Background: an optimization exercise with open tools, aiming at small area. Do not read the settings as production practice.
The RTL was checked by simulation tests, not by an equivalence proof against the original design.
Power and IR drop assume default switching activity.

$ cat constraint.sdc
create_clock -name core_clock -period 22.0 [get_ports {clk}]
set_input_delay 4.4000 -clock core_clock [delete_from_list [all_inputs] [get_ports {clk}]]
set_output_delay 4.4000 -clock core_clock [all_outputs]
set_load 0.01 [all_outputs]
$ cat flow/run.sh
#!/bin/bash
# The standard layout (standard.sh, unchanged synthesis) with two changes:
# the port buffers are the smallest buffer cell, and the clock tree uses
# larger sink clusters and no dummy loads. make's output goes to make.log;
# each ORFS step keeps its own log under orfs/logs/.
set -euo pipefail
bash standard.sh \
  BUFFER_PORTS_ARGS="-buffer_cell sky130_fd_sc_hd__buf_1" \
  CTS_ARGS="-sink_clustering_enable -repair_clock_nets -dont_use_dummy_load -sink_clustering_size 24 -sink_clustering_max_diameter 110" \
  finish > make.log 2>&1
$ cat standard.sh
#!/bin/bash
# synth_recipe.tcl (not shown) runs the flow's synth.tcl, then flattens the netlist and writes it again
# the make line also repeats each setting of config.mk as NAME=value (left out here)
make -C /OpenROAD-flow-scripts/flow DESIGN_CONFIG=/design/flow/config.mk WORK_HOME=/design/flow/orfs CLKGATE_MAP_FILE= SYNTH_SCRIPT=/design/flow/synth_recipe.tcl "${@:-finish}"
$ cat config.mk
export PLATFORM = sky130hd
export DESIGN_NAME = mon_unit
export DESIGN_NICKNAME = mon_unit
export VERILOG_FILES = /design/flow/design.v
export SDC_FILE = /design/flow/constraint.sdc
export NUM_CORES = 4
export LEC_CHECK = 0
export CAP_MARGIN = 20
export CORE_MARGIN = 2
export CORE_UTILIZATION = 40
export SLEW_MARGIN = 20
$ cat design.v
module mon_unit (
    input             clk,
    input             rst,
    input             cfg_we,
    input             cfg_enable,
    input             cfg_tel_en,
    input             cfg_lim_en,
    input      [63:0] cfg_origin,
    input      [31:0] cfg_width,
    input      [63:0] cfg_limit_lo,
    input      [63:0] cfg_limit_hi,
    input             s_valid,
    input      [63:0] s_value,
    input      [2:0]  s_flags,
    input             close,
    input             restart,
    input             step,
    input             tel_ack,
    input             evt_ack,
    input      [6:0]  rd_addr,
    output reg [31:0] rd_data,
    output            evt
);
    localparam NH = 34;            
    integer k;
    function lt_s64(input [63:0] a, input [63:0] b);
        reg c;
        integer i;
        begin
            c = 1'b1;
            for (i = 0; i < 63; i = i + 1)
                c = (a[i] & ~b[i]) | (c & (a[i] | ~b[i]));
            c = (~a[63] & b[63]) | (c & (~a[63] | b[63]));
            lt_s64 = ~c;
        end
    endfunction
    function ge_u32(input [31:0] x, input [31:0] w);
        reg c;
        integer i;
        begin
            c = 1'b1;
            for (i = 0; i < 32; i = i + 1)
                c = (x[i] & ~w[i]) | (c & (x[i] | ~w[i]));
            ge_u32 = c;
        end
    endfunction
    function [66:0] fadd(input [65:0] a, input [65:0] b, input cin);
        reg [65:0] g, p, G, P;
        reg [66:0] c;
        integer i, d, l;
        begin
            for (i = 0; i < 66; i = i + 1) begin
                g[i] = a[i] & b[i];
                p[i] = a[i] ^ b[i];
            end
            G = g;
            P = p;
            G[0] = g[0] | (p[0] & cin);
            for (d = 1; d < 66; d = d * 2)
                for (i = 0; i < 66; i = i + 1)
                    if ((i / d) % 2 == 1) begin
                        l = (i / d) * d - 1;
                        G[i] = G[i] | (P[i] & G[l]);
                        P[i] = P[i] & P[l];
                    end
            c[0] = cin;
            for (i = 0; i < 66; i = i + 1)
                c[i+1] = G[i];
            fadd = {c[66], p ^ c[65:0]};
        end
    endfunction
    function [66:0] radd(input [65:0] a, input [65:0] b, input cin);
        reg c;
        reg [65:0] sm;
        integer i;
        begin
            c = cin;
            for (i = 0; i < 66; i = i + 1) begin
                sm[i] = a[i] ^ b[i] ^ c;
                c     = (a[i] & b[i]) | (c & (a[i] ^ b[i]));
            end
            radd = {c, sm};
        end
    endfunction
    function [32:0] div_step(input [32:0] x, input [31:0] wn);
        reg [66:0] r;
        reg q;
        begin
            r = fadd({33'd0, x}, {33'd0, 1'b1, wn}, 1'b1);
            q = r[33];
            div_step = {q, q ? r[31:0] : x[31:0]};
        end
    endfunction
    reg        enable, tel_en, lim_en;
    reg [63:0] origin, limit_lo, limit_hi;
    reg [31:0] width_n;            
    wire cfg_accept = cfg_we && (cfg_width != 32'd0) &&
                      !(cfg_lim_en && lt_s64(cfg_limit_hi, cfg_limit_lo));
    always @(posedge clk) begin
        if (rst)
            enable <= 1'b0;
        else if (cfg_accept)
            enable <= cfg_enable;
    end
    always @(posedge clk) begin
        if (!rst && cfg_accept) begin
            tel_en   <= cfg_tel_en;
            lim_en   <= cfg_lim_en;
            origin   <= cfg_origin;
            limit_lo <= cfg_limit_lo;
            limit_hi <= cfg_limit_hi;
            width_n  <= ~cfg_width;
        end
    end
    wire act      = enable && !cfg_we && !rst;
    wire smp      = act && s_valid;
    wire do_close = act && close;
    wire do_clear = act && (close || restart);
    wire do_step  = act && step;
    wire do_cfg   = !rst && cfg_accept;
    wire tel_ack_ev = !cfg_we && tel_ack;
    wire evt_ack_ev = !cfg_we && evt_ack;
    reg [63:0] acc_min, acc_max, acc_sum;
    reg [31:0] acc_count;
    reg        acc_nz;             
    reg [2:0]  acc_sflags;
    reg        acc_partial, acc_stepped, acc_count_sat, acc_sum_sat;
    wire first    = do_clear || !acc_nz;
    wire cnt_full = !first && (&acc_count);
    wire [63:0] b_sum = first ? 64'd0 : acc_sum;
    wire [66:0] sum_l = radd({52'd0, b_sum[13:0]}, {52'd0, s_value[13:0]}, 1'b0);
    wire [66:0] sum_h = fadd({16'd0, b_sum[63:14]}, {16'd0, s_value[63:14]}, sum_l[14]);
    wire [63:0] sum_s = {sum_h[49:0], sum_l[13:0]};
    wire        sum_ovf = (b_sum[63] == s_value[63]) && (sum_s[63] != b_sum[63]);
    wire [63:0] sum_next = sum_ovf ? {b_sum[63], {63{~b_sum[63]}}} : sum_s;
    reg [31:0] cnt_inc;
    reg        cc;
    always @* begin
        cc = 1'b1;
        for (k = 0; k < 32; k = k + 1) begin
            cnt_inc[k] = acc_count[k] ^ cc;
            cc         = acc_count[k] & cc;
        end
    end
    always @(posedge clk) begin
        if (smp) begin
            if (first || lt_s64(s_value, acc_min))
                acc_min <= s_value;
            if (first || lt_s64(acc_max, s_value))
                acc_max <= s_value;
            if (!cnt_full) begin
                acc_count <= first ? 32'd1 : cnt_inc;
                acc_sum   <= sum_next;
            end
        end
    end
    always @(posedge clk) begin
        if (rst || do_cfg) begin
            acc_nz        <= 1'b0;
            acc_sflags    <= 3'd0;
            acc_partial   <= !rst;
            acc_stepped   <= 1'b0;
            acc_count_sat <= 1'b0;
            acc_sum_sat   <= 1'b0;
        end else begin
            if (do_clear) begin
                acc_nz        <= 1'b0;
                acc_sflags    <= 3'd0;
                acc_partial   <= restart;
                acc_stepped   <= 1'b0;
                acc_count_sat <= 1'b0;
                acc_sum_sat   <= 1'b0;
            end
            if (do_step)
                acc_stepped <= 1'b1;
            if (smp) begin
                acc_nz     <= 1'b1;
                acc_sflags <= (do_clear ? 3'd0 : acc_sflags) | s_flags;
                if (cnt_full)
                    acc_count_sat <= 1'b1;
                else if (sum_ovf)
                    acc_sum_sat <= 1'b1;
            end
        end
    end
    reg [63:0] res_min, res_max, res_sum;
    reg [31:0] res_count;
    reg        res_nz;
    reg [7:0]  res_flags;
    reg [15:0] seq;
    reg        pending;
    reg [7:0]  skipped;
    wire skip_now = do_close && tel_en && pending;
    always @(posedge clk) begin
        if (do_close) begin
            res_min   <= acc_min;
            res_max   <= acc_max;
            res_sum   <= acc_sum;
            res_count <= acc_count;
        end
    end
    reg [15:0] seq_inc;
    reg        qc;
    always @* begin
        qc = 1'b1;
        for (k = 0; k < 16; k = k + 1) begin
            seq_inc[k] = seq[k] ^ qc;
            qc         = seq[k] & qc;
        end
    end
    reg [7:0] skp_inc;
    reg       kc;
    always @* begin
        kc = 1'b1;
        for (k = 0; k < 8; k = k + 1) begin
            skp_inc[k] = skipped[k] ^ kc;
            kc         = skipped[k] & kc;
        end
    end
    always @(posedge clk) begin
        if (rst || do_cfg) begin
            res_nz    <= 1'b0;
            res_flags <= 8'd0;
            seq       <= 16'd0;
            pending   <= 1'b0;
            skipped   <= 8'd0;
        end else begin
            if (do_close) begin
                res_nz    <= acc_nz;
                res_flags <= {skip_now, acc_sum_sat, acc_count_sat, acc_stepped,
                              acc_partial, acc_sflags};
                seq       <= seq_inc;
                pending   <= tel_en;
            end else if (tel_ack_ev)
                pending <= 1'b0;
            if (skip_now && !(&skipped))
                skipped <= skp_inc;
        end
    end
    reg evt_r;
    wire out_of_limits = lim_en && (lt_s64(s_value, limit_lo) || lt_s64(limit_hi, s_value));
    always @(posedge clk) begin
        if (rst)
            evt_r <= 1'b0;
        else if (smp && out_of_limits)
            evt_r <= 1'b1;
        else if (evt_ack_ev)
            evt_r <= 1'b0;
    end
    assign evt = evt_r;
    wire [66:0] diff_l = radd({44'd0, s_value[21:0]}, {44'd0, ~origin[21:0]}, 1'b1);
    wire [66:0] diff_h = fadd({{24{s_value[63]}}, s_value[63:22]},
                              ~{{24{origin[63]}}, origin[63:22]}, diff_l[22]);
    wire [64:0] diff   = {diff_h[42:0], diff_l[21:0]};
    reg [36:0] h1_d;
    reg        h1_under, h1_high;
    reg        h1_smp, h1_clear, h1_close, h1_cfg;
    always @(posedge clk) begin
        h1_d     <= diff[36:0];
        h1_under <= diff[64];
        h1_high  <= (diff[63:37] != 27'd0);
    end
    always @(posedge clk) begin
        h1_smp   <= smp;
        h1_clear <= do_clear;
        h1_close <= do_close;
        h1_cfg   <= do_cfg;
    end
    wire        is_over = !h1_under && (h1_high || ge_u32(h1_d[36:5], ~width_n));
    wire [32:0] st4 = div_step(h1_d[36:4], width_n);
    wire [32:0] st3 = div_step({st4[31:0], h1_d[3]}, width_n);
    wire [32:0] st2 = div_step({st3[31:0], h1_d[2]}, width_n);
    wire [32:0] st1 = div_step({st2[31:0], h1_d[1]}, width_n);
    wire        q0  = st1[31] | ge_u32({st1[30:0], h1_d[0]}, ~width_n);
    reg [5:0]  h2_idx;
    reg        h2_smp, h2_clear, h2_close, h2_cfg;
    always @(posedge clk)
        h2_idx <= h1_under ? 6'd32 : is_over ? 6'd33 :
                  {1'b0, st4[32], st3[32], st2[32], st1[32], q0};
    always @(posedge clk) begin
        if (rst) begin
            h2_smp   <= 1'b0;
            h2_clear <= 1'b0;
            h2_close <= 1'b0;
            h2_cfg   <= 1'b0;
        end else begin
            h2_smp   <= h1_smp;
            h2_clear <= h1_clear;
            h2_close <= h1_close;
            h2_cfg   <= h1_cfg;
        end
    end
    wire [5:0]  h_idx = h2_idx;
    reg [15:0]   h_val [0:NH-1];
    reg [NH-1:0] h_ok;
    wire [5:0]  rd_h  = rd_addr[5] ? {1'b0, rd_addr[4:0]} : {5'b10000, rd_addr[3]};
    wire [5:0]  h_sel = h2_smp ? h_idx : rd_h;
    reg  [15:0] h_cur;
    always @* begin
        h_cur = 16'd0;
        for (k = 0; k < NH; k = k + 1)
            h_cur = h_cur | ({16{h_sel == k && h_ok[k] && !h2_clear}} & h_val[k]);
    end
    reg [15:0] h_add;
    reg        hc;
    always @* begin
        hc = 1'b1;
        for (k = 0; k < 16; k = k + 1) begin
            h_add[k] = h_cur[k] ^ hc;
            hc       = h_cur[k] & hc;
        end
    end
    wire [15:0] h_inc = h_add | {16{hc}};
    always @(posedge clk) begin
        for (k = 0; k < NH; k = k + 1)
            if (h2_smp && h_idx == k)
                h_val[k] <= h_inc;
    end
    reg [15:0]   res_h [0:NH-1];
    reg [NH-1:0] res_ok;
    always @(posedge clk) begin
        if (h2_close)
            for (k = 0; k < NH; k = k + 1)
                res_h[k] <= h_val[k];
    end
    always @(posedge clk) begin
        if (rst || h2_cfg) begin
            h_ok   <= {NH{1'b0}};
            res_ok <= {NH{1'b0}};
        end else begin
            if (h2_close)
                res_ok <= h_ok;
            if (h2_clear)
                h_ok <= {NH{1'b0}};
            for (k = 0; k < NH; k = k + 1)
                if (h2_smp && h_idx == k)
                    h_ok[k] <= 1'b1;
        end
    end
    reg  [15:0] res_cur;
    always @* begin
        res_cur = 16'd0;
        for (k = 0; k < NH; k = k + 1)
            res_cur = res_cur | ({16{rd_h == k && res_ok[k]}} & res_h[k]);
    end
    wire        bank    = rd_addr[6];
    wire [15:0] h_word  = bank ? res_cur : h_cur;
    wire        nz      = bank ? res_nz : acc_nz;
    wire [7:0]  live_flags = {1'b0, acc_sum_sat, acc_count_sat, acc_stepped,
                              acc_partial, acc_sflags};
    wire [31:0] stat_word  = {enable, 1'b0, skipped, 6'd0, seq};
    reg [31:0] val_word;
    always @* begin
        case ({bank, rd_addr[2:0]})
            4'h0: val_word = acc_min[31:0];
            4'h1: val_word = acc_min[63:32];
            4'h2: val_word = acc_max[31:0];
            4'h3: val_word = acc_max[63:32];
            4'h4: val_word = acc_sum[31:0];
            4'h5: val_word = acc_sum[63:32];
            4'h6: val_word = acc_count;
            4'h8: val_word = res_min[31:0];
            4'h9: val_word = res_min[63:32];
            4'hA: val_word = res_max[31:0];
            4'hB: val_word = res_max[63:32];
            4'hC: val_word = res_sum[31:0];
            4'hD: val_word = res_sum[63:32];
            4'hE: val_word = res_count;
            default: val_word = 32'd0;
        endcase
    end
    always @* begin
        if (rd_addr[5])
            rd_data = {16'd0, h_word};
        else if (rd_addr[4:3] == 2'b00 && rd_addr[2:0] != 3'd7)
            rd_data = nz ? val_word : 32'd0;
        else if (rd_addr[4:0] == 5'h07 || rd_addr[4:0] == 5'h08)
            rd_data = {16'd0, h_word};
        else if (rd_addr[4:0] == 5'h09)
            rd_data = {8'd0, bank ? res_flags : live_flags, seq};
        else if (rd_addr[4:0] == 5'h0A)
            rd_data = stat_word;
        else
            rd_data = 32'd0;
    end
endmodule
==> impl_metrics.py <==
metrics = {
    "placement": {
        "io_buffers": 342,
        "place.gp.congestion": 0.929,
        "placed_cell_area_mm2": 0.0926,
        "dp_hpwl_um": 206000,
        "place_inst": 9591,
    },
    "routing": {
        "first_pass_iters": 6,
        "wire_per_inst_um": 33.4,
        "drc": 0,
        "via_per_inst": 6.44,
        "num_vias": 62417,
        "drtIter0Drc": 9961,
        "drt_wl_total_um": 324000,
        "ant_nets": 0,
    },
    "logic_synthesis": {
        "ys_warn_count": 3,
        "synth_edf_count": 1763,
        "synth_cell_type_count": 102,
        "ys_seq_area_share_pct": 64.1,
        "synth_cells": 6562,
        "syn_area_mm2": 0.0877,
        "async_flop_share_pct": 0,
        "syn_nets": 7217,
        "synth-main-ff-cell": "edfxtp_1",
        "synth-seq-cells": 1927,
        "syn_area_per_cell_um2": 13.4,
    },
    "run_status": {
        "status": "complete, no violations",
    },
    "pwr": {
        "ir_drop_uv": 251,
        "power_density_mw_per_mm2": 119,
        "power.leakage_nw": 33.0,
    },
    "critical_path": {
        "criticalPathCategory": "in2reg",
        "cp.required_ns": 22.60,
        "cp_slowest_cell": "or4_1",
        "arrival_ns": 19.61,
        "path_common_cell": "fa_1",
        "path_max_fanout": 8,
        "end_kind": "flip-flop",
        "crit_path_max_incr_delay_ns": 0.52,
        "critPathLaunchType": "primary input",
    },
    "sta": {
        "rsz0062_at_grt": "no",
        "period_needed_ns": 19.00,
        "hold_viol": 0,
        "period_share_pct": 86.4,
        "tns_ns": 0,
        "worst_pin_slew_ns": 1.25,
        "relSlewSlack_pct": 15.7,
        "finalSetupViolCount": 0,
        "finClkSkew_ns": 0.115,
        "slew_viol_final": 0,
        "fmax_mhz": 52.6,
    },
    "clock_network": {
        "cts.root.buffer_cell": "clkbuf_16",
        "holdBufCountCts": 0,
        "worstSkewPairLatency_ns": 0.81,
        "cts_buffers": 91,
        "htree_levels": 3,
        "cts_tree": "built",
        "cts_setup_buffers": 0,
        "cts_resized": 0,
        "clockBufferDepth": 3,
        "clk_pin_slew_ns": 0.10,
        "cts_num_sinks": 1927,
    },
    "floorplanning": {
        "io_pins": 343,
        "die-area_mm2": 0.223,
        "die_y_um": 472,
        "fp.dieW_um": 472,
        "rows": 171,
        "start_util_pct": 40.3,
        "core_mm2": 0.218,
    },
    "layout": {
        "drive_gt1_share_pct": 6.44,
        "layout.nets": 7488,
        "fill_cells": 19532,
        "area_growth_pct": 8.38,
        "finish.utilization_pct": 43.7,
        "final_area_mm2": 0.0950,
        "stdcell_count": 9697,
    },
    "global_route": {
        "antenna_found_initial": 16,
        "overflow": 0,
        "grt_pass1_wl_um": 446000,
        "gr-usage-all-layers_pct": 28.2,
        "grt_max_degree": 182,
        "grt_pass1_vias": 59326,
    },
    "flow_run": {
        "maxCapViolCount": 0,
    },
    "worst_hold_path": {
        "hold_class": "reg2reg",
    },
}
routing by layer:
layer	track usage (%)	share of wire [%]	up-vias
met4	15.8	6.7	6
met1	35.5	36	31193
li1	-	-	26185
met5	0	0.011	-
met3	7.09	12	828
met2	44.4	45	4205
synth_stat cells (all sizes together), types with 19 or more instances:
cell type,number,share of area (%)
buf,31,0.15
nor2b,103,0.73
a21o,53,0.45
xnor2,69,0.69
o21ai,203,1.2
o31ai,40,0.34
o22ai,51,0.36
o221ai,27,0.27
a22o,227,2.3
nand3,104,0.59
nor4,29,0.21
clkbuf,257,1.1
a211oi,42,0.36
o21a,65,0.56
a22oi,308,2.6
ha,277,4.0
nand4,93,0.66
a21oi,286,1.6
fa,68,1.6
nor3,111,0.66
a2111oi,19,0.23
a221oi,271,2.7
a221o,22,0.25
edfxtp,1763,60
nand2b,120,0.86
or3,24,0.17
o211ai,19,0.16
nor2,299,1.3
xor2,46,0.46
a31oi,68,0.50
nand2,291,1.2
maj3,103,1.2
mux2i,66,0.77
mux2,32,0.41
inv,390,1.7
and3,179,1.3
dfxtp,164,3.7
final cells by class:
type / count / area [µm²] / share of cell area [%]
sequential: 1927 / 56200 / 59.2
tap: 2854 / 3570 / 3.76
multi-input combinational: 3950 / 29200 / 30.7
inverter: 397 / 1500 / 1.58
timing repair buffer: 466 / 2260 / 2.38
antenna: 12 / 30.0 / 0.0316
clock buffer: 91 / 2280 / 2.40
sequential cells by signal, indices dropped and copies added (netlist names), 3 cells and up:
name        flops
acc_count      32
acc_max        64
acc_min        64
acc_sflags      3
acc_sum        64
h1_d           37
h2_idx          6
h_ok           34
h_val         544
limit_hi       64
limit_lo       64
origin         64
res_count      32
res_flags       8
res_h         544
res_max        64
res_min        64
res_ok         34
res_sum        64
seq            16
skipped         8
width_n        32
power breakdown:
| group | switching (W) | leakage, nW | total, W | internal [W] |
|---|---|---|---|---|
| combinational | 0.00307 | 14.1 | 0.00532 | 0.00225 |
| sequential | 0.0000827 | 17.8 | 0.00411 | 0.00403 |
| clock | 0.00114 | 1.12 | 0.00188 | 0.000740 |
| total | 0.00429 | 33.0 | 0.0113 | 0.00702 |
path summary, 6_finish.rpt:
check                                            start                endpoint  depth (start not counted)  slack (ns)
worst max-delay path                        s_value[0]         h1_high$_DFF_P_                         54        3.00
worst min-delay path            h_val[1][10]$_DFFE_PP_  res_h[1][10]$_DFFE_PP_                          0        0.36
worst max register to register    width_n[0]$_DFFE_PP_    h2_idx[0]$_SDFF_PP0_                         58        4.89
worst min register to register  h_val[1][10]$_DFFE_PP_  res_h[1][10]$_DFFE_PP_                          0        0.36
per-stage QoR:
step	power, W	setup WS (ns)	hold slack (ns)
finish	0.0113	3.00	0.363
floorplan	0.00836	3.42	0.414
global placement	0.00934	2.29	0.420
CTS	0.0113	2.95	0.362
global route	0.0120	2.20	0.361
detailed placement	0.00947	2.18	0.423
cell families after synthesis:
logic type,share of synthesized area (%)
flops,64.1
compound gates,15.5
simple gates,8.38
buf+inv,2.95
fa+ha+maj,6.69
xor+xnor,1.15
mux,1.18
critical path, delay by kind of cell:
family          cells  cell delay, ns
buf+inv             2            0.44
compound gates     21            3.94
xor+xnor            1            0.12
fa+ha+maj          25            9.48
simple gates        5            1.26
cells in the final DEF, fill, tap and decap left out, drive strengths merged, types with 103 or more instances in the layout:
master	Yosys	layout
buf	31	464
maj3	103	103
edfxtp	1763	1763
nand3	104	104
a22oi	308	308
a22o	227	227
a221oi	271	271
inv	390	389
nand2b	120	120
nor3	111	111
nor2b	103	103
and3	179	179
nand2	291	291
o21ai	203	203
nor2	299	299
ha	277	277
a21oi	286	286
dfxtp	164	164

separate check: timing with driven ports:
The results above use ideal ports. As a check the final layout listed here was re-extracted and re-timed, cells and wires unchanged. Step 1, drivers: a clkbuf_16 drives clk and a buf_2 each remaining input, both assumed. Step 2 also shifts input and output timing later by t, the mid clock arrival at the registers, as if the neighbouring blocks saw the same clock. Slacks: no drivers / after step 1 / after step 2; pairs: no drivers / after step 1.
t (ns): 0.852
setup slack, ns: 2.996 / 3.071 / 2.219
hold slack, ns: 0.363 / 0.363 / 0.363
clock arrival spread, ns: 0.115 / 0.116
slew at the worst register clock pin (ns): 0.11 / 0.11
After both steps this run still meets setup and hold. For this run, drivers alone change the setup slack by +0.075 ns; drivers and shift together by -0.777 ns.
